Source: an optimization exercise on an open RTL-to-GDS flow (aim: small area, a short achievable clock period and few clock cycles per item). Production flows keep margins and buffers that such runs may drop.
The RTL was checked by simulation tests, not by an equivalence proof against the original design.

zinc:
==> flow/design.v (excerpt) <==
module fma_unit (
    input  wire        clk,
    input  wire        rst,         
    input  wire        in_valid,
    output wire        in_ready,
    input  wire [31:0] a,
    input  wire [31:0] b,
    input  wire [31:0] c,
    output wire        out_valid,
    output wire [31:0] y
);
Size in the first run: ~4200 cells after synthesis, ~0.038 mm^2 of cells after synthesis.
clock: 32.0 ns
lec_check: 0
cap_margin: 20
core_margin: 2
core_utilization: 60
cts_cluster_diameter: 150
cts_cluster_size: 30
place_density: 0.7
setup_slack_margin: 5
slew_margin: 20
synth_hierarchical: 1
synth_minimum_keep_size: 0
standard.sh (not shown) runs the stock make flow with config.mk's settings and CLKGATE_MAP_FILE= SYNTH_SCRIPT=/design/flow/synth_recipe.tcl, a recipe that flattens the netlist after the stock synthesis.
==> flow/flow/run.sh <==
#!/bin/bash
set -euo pipefail
MARGIN=24.7
grep -q 'SETUP_SLACK_MARGIN=5' standard.sh
sed -e "s/SETUP_SLACK_MARGIN=5/SETUP_SLACK_MARGIN=${MARGIN}/" standard.sh > standard_margin.sh
grep -q "SETUP_SLACK_MARGIN=${MARGIN}" standard_margin.sh
bash standard_margin.sh > make.log 2>&1
zinc: no failed stages, no open violations at the end
Testbench counts of zinc, summed over its fixed seeds: cycles 24,032, items 24,000.
[inputs] indigo vs zinc
- CTS_CLUSTER_SIZE: 30 -> 25
- PLACE_DENSITY: 0.7 -> 0.8
- CORE_UTILIZATION: 60 -> 72
- GPL_TIMING_DRIVEN: unset -> 1
- CTS_CLUSTER_DIAMETER: 150 -> 120
==> flow/flow/run.sh <==
#!/bin/bash
set -euo pipefail
MARGIN=24.55
grep -q 'SETUP_SLACK_MARGIN=5' standard.sh
grep -q 'CLKGATE_MAP_FILE= ' standard.sh
sed -e "s/SETUP_SLACK_MARGIN=5/SETUP_SLACK_MARGIN=${MARGIN}/" \
    -e "s/CLKGATE_MAP_FILE= /CLKGATE_MAP_FILE= 'BUFFER_PORTS_ARGS=-buffer_cell sky130_fd_sc_hd__buf_1' /" \
    standard.sh > standard_custom.sh
grep -q "SETUP_SLACK_MARGIN=${MARGIN}" standard_custom.sh
grep -q "BUFFER_PORTS_ARGS" standard_custom.sh
bash standard_custom.sh > make.log 2>&1
## What came out
- Summary of indigo over zinc: height of the die moved down.
diff inputs: indigo => nickel
- PLACE_DENSITY: 0.8 -> 0.86
- CORE_UTILIZATION: 72 -> 80
==> comparison <==
- Looking at clock-buffer cell count, nickel sits 2 lower than indigo does.
- A source of the critical timing path of u_core.y[22] is what indigo shows, while u_core.y[11] belongs to nickel.
- Initial standard-cell utilization of the core, indigo and nickel: higher on nickel
- Re detail-routed net length per standard cell: indigo was lower than nickel.
- Relative to indigo, met3 routing resource usage after global routing has gone up in nickel.
- nickel and indigo ended up with roughly the same final area.
Inputs modified between nickel and garnet:
- PLACE_DENSITY now 0.78, was 0.86
- GPL_TIMING_DRIVEN no longer set, was 1
- CORE_UTILIZATION now 70, was 80
- CTS_CLUSTER_SIZE now 30, was 25
- CTS_CLUSTER_DIAMETER now 150, was 120
-- flow/flow/run.sh --
<<< nickel, line 1
#!/bin/bash
set -euo pipefail
MARGIN=24.55
grep -q 'SETUP_SLACK_MARGIN=5' standard.sh
grep -q 'CLKGATE_MAP_FILE= ' standard.sh
>>> garnet, line 1
#!/bin/bash
set -euo pipefail
MARGIN=24.65
grep -q 'SETUP_SLACK_MARGIN=5' standard.sh
grep -q 'CLKGATE_MAP_FILE= ' standard.sh
==> summary.txt <==
On garnet: total global routing track utilization is 9.5 points lower than what nickel gave. Post-synthesis to final-layout area growth (higher): garnet. The met1 layer usage reported by global route in garnet sits 6.4 points below the value recorded for nickel. Delta (garnet minus nickel): via total after detailed routing -2796, timing-limited maximum frequency ~0 delta.
Modified inputs, quartz compared to garnet
- CORE_UTILIZATION now 75, was 70
- CTS_CLUSTER_SIZE now 25, was 30
- PLACE_DENSITY now 0.82, was 0.78
- GPL_TIMING_DRIVEN now 1, previously not set
- CTS_CLUSTER_DIAMETER now 120, was 150
-- flow/flow/run.sh --
<<< garnet, line 1
#!/bin/bash
set -euo pipefail
MARGIN=24.65
grep -q 'SETUP_SLACK_MARGIN=5' standard.sh
grep -q 'CLKGATE_MAP_FILE= ' standard.sh
>>> quartz, line 1
#!/bin/bash
set -euo pipefail
MARGIN=24.55
grep -q 'SETUP_SLACK_MARGIN=5' standard.sh
grep -q 'CLKGATE_MAP_FILE= ' standard.sh
Notes after the runs:
- quartz vs. garnet: final wirelength dropped about 2%; worst hold slack after final layout saw an increase; remaining design rule violation count essentially unchanged.
- Routed length per placed instance ends up lower on quartz.
- quartz reports its worst setup path startpoint as u_core.y[10] while garnet reports u_core.y[31].
- garnet -> quartz: total core area decreased by a few percent
The inputs of tundra differ from those of quartz as listed below.
- changing CORE_UTILIZATION from 75 to 70
- changing PLACE_DENSITY from 0.82 to 0.78
- removing GPL_TIMING_DRIVEN (formerly 1)
-- flow/flow/run.sh --
<<< quartz, line 1
#!/bin/bash
set -euo pipefail
MARGIN=24.55
grep -q 'SETUP_SLACK_MARGIN=5' standard.sh
grep -q 'CLKGATE_MAP_FILE= ' standard.sh
>>> tundra, line 1
#!/bin/bash
set -euo pipefail
MARGIN=24.65
grep -q 'SETUP_SLACK_MARGIN=5' standard.sh
grep -q 'CLKGATE_MAP_FILE= ' standard.sh
[summary]
Looking at capturing instance or port of the critical path, the y[3] result is from tundra; the y[10] one comes from quartz.
Final area (tundra over quartz): increase, about 1.2%
From quartz to tundra the numbers moved as follows: clock period minus worst slack dropped 0.019 ns; total number of tap cells went up; final design utilization down 4.5 points; layout-stage area growth over the synthesis result has increased.
tundra gives less hold slack than quartz did.
Minimum setup slack after placement | tundra below quartz
Relative to quartz, count of clock-net buffers in the final layout decreased by 1 in tundra.
Looking only at number of buffers added for setup after CTS, and setting everything else aside, the lower value of tundra and quartz goes to quartz.


fma_unit again, from the RTL that the note above started with.
## fma_unit
module fma_unit (
    input  wire        clk,
    input  wire        rst,         
    input  wire        in_valid,
    output wire        in_ready,
    input  wire [31:0] a,
    input  wire [31:0] b,
    input  wire [31:0] c,
    output wire        out_valid,
    output wire [31:0] y
);
    assign in_ready = 1'b1;
    fma_core u_core (
        .clk(clk), .rst(rst), .in_valid(in_valid),
        .a(a), .b(b), .c(c),
        .out_valid(out_valid), .y(y)
    );
endmodule
Settings: LEC_CHECK=0, CAP_MARGIN=20, CORE_MARGIN=2, CORE_UTILIZATION=70, PLACE_DENSITY=0.78, SETUP_SLACK_MARGIN=5, SLEW_MARGIN=20, SYNTH_HIERARCHICAL=1, SYNTH_MINIMUM_KEEP_SIZE=0; clock period 32.0 ns.
==> flow/flow/run.sh <==
#!/bin/bash
set -euo pipefail
MARGIN=24.5
grep -q 'SETUP_SLACK_MARGIN=5' standard.sh
grep -q 'CLKGATE_MAP_FILE= ' standard.sh
sed -e "s/SETUP_SLACK_MARGIN=5/SETUP_SLACK_MARGIN=${MARGIN}/" \
    -e "s/CLKGATE_MAP_FILE= /CLKGATE_MAP_FILE= 'BUFFER_PORTS_ARGS=-buffer_cell sky130_fd_sc_hd__buf_1' /" \
    standard.sh > standard_custom.sh
grep -q "SETUP_SLACK_MARGIN=${MARGIN}" standard_custom.sh
grep -q "BUFFER_PORTS_ARGS" standard_custom.sh
bash standard_custom.sh > make.log 2>&1
The starting point went through all stages and came out clean.
Testbench counts at the start, summed over its fixed seeds: cycles 24,032, items 24,000.
Rerun with:
--- a/flow/flow/run.sh
+++ b/flow/flow/run.sh
@@ -1,5 +1,5 @@
 #!/bin/bash
 set -euo pipefail
-MARGIN=24.5
+MARGIN=24.55
 grep -q 'SETUP_SLACK_MARGIN=5' standard.sh
 grep -q 'CLKGATE_MAP_FILE= ' standard.sh
CTS_CLUSTER_DIAMETER = 120   (was unset)
CTS_CLUSTER_SIZE = 25   (was unset)
What happened: The changed run ran to the end with no violations. Worst hold slack is better by 0.0080 ns. Design area is lower by 1.5%. Clock-buffer cell count is lower by 28. Final cell count is lower by 0.48%. Global-route usage is lower by 0.89 points. Synthesized cell count stays the same.

-- what the ideal ports hide --
The results above use ideal ports. As a check the final layouts listed here were re-extracted and re-timed, cells and wires unchanged. Step 1 sets driving cells, clkbuf_16 on the clock port and buf_2 on the other inputs (assumed; they add their load-dependent delay and slew). Step 2 times the ports against the registers' clock, not the clock port: input delays grow and output delays shrink by t, the midpoint of the rising clock arrivals with the driver on. a / b / c = no drivers / after step 1 / after step 2; a / b = the first two.
run | shift t [ns] | setup WS [ns] | worst register clock-pin slew, ns
zinc | 0.630 | 24.561 / 24.491 / 24.830 | 0.12 / 0.12
indigo | 0.625 | 24.578 / 24.514 / 24.692 | 0.11 / 0.11
nickel | 0.647 | 24.536 / 24.473 / 24.579 | 0.11 / 0.11
garnet | 0.632 | 24.552 / 24.490 / 24.831 | 0.13 / 0.13
quartz | 0.631 | 24.564 / 24.502 / 24.740 | 0.11 / 0.11
tundra | 0.631 | 24.583 / 24.517 / 24.796 | 0.11 / 0.11
the first run of note 2 | 0.657 | 24.513 / 24.449 / 24.675 | 0.08 / 0.08
the second run of note 2 | 0.631 | 24.565 / 24.501 / 24.686 | 0.11 / 0.11
After both steps every run listed still meets setup and hold.
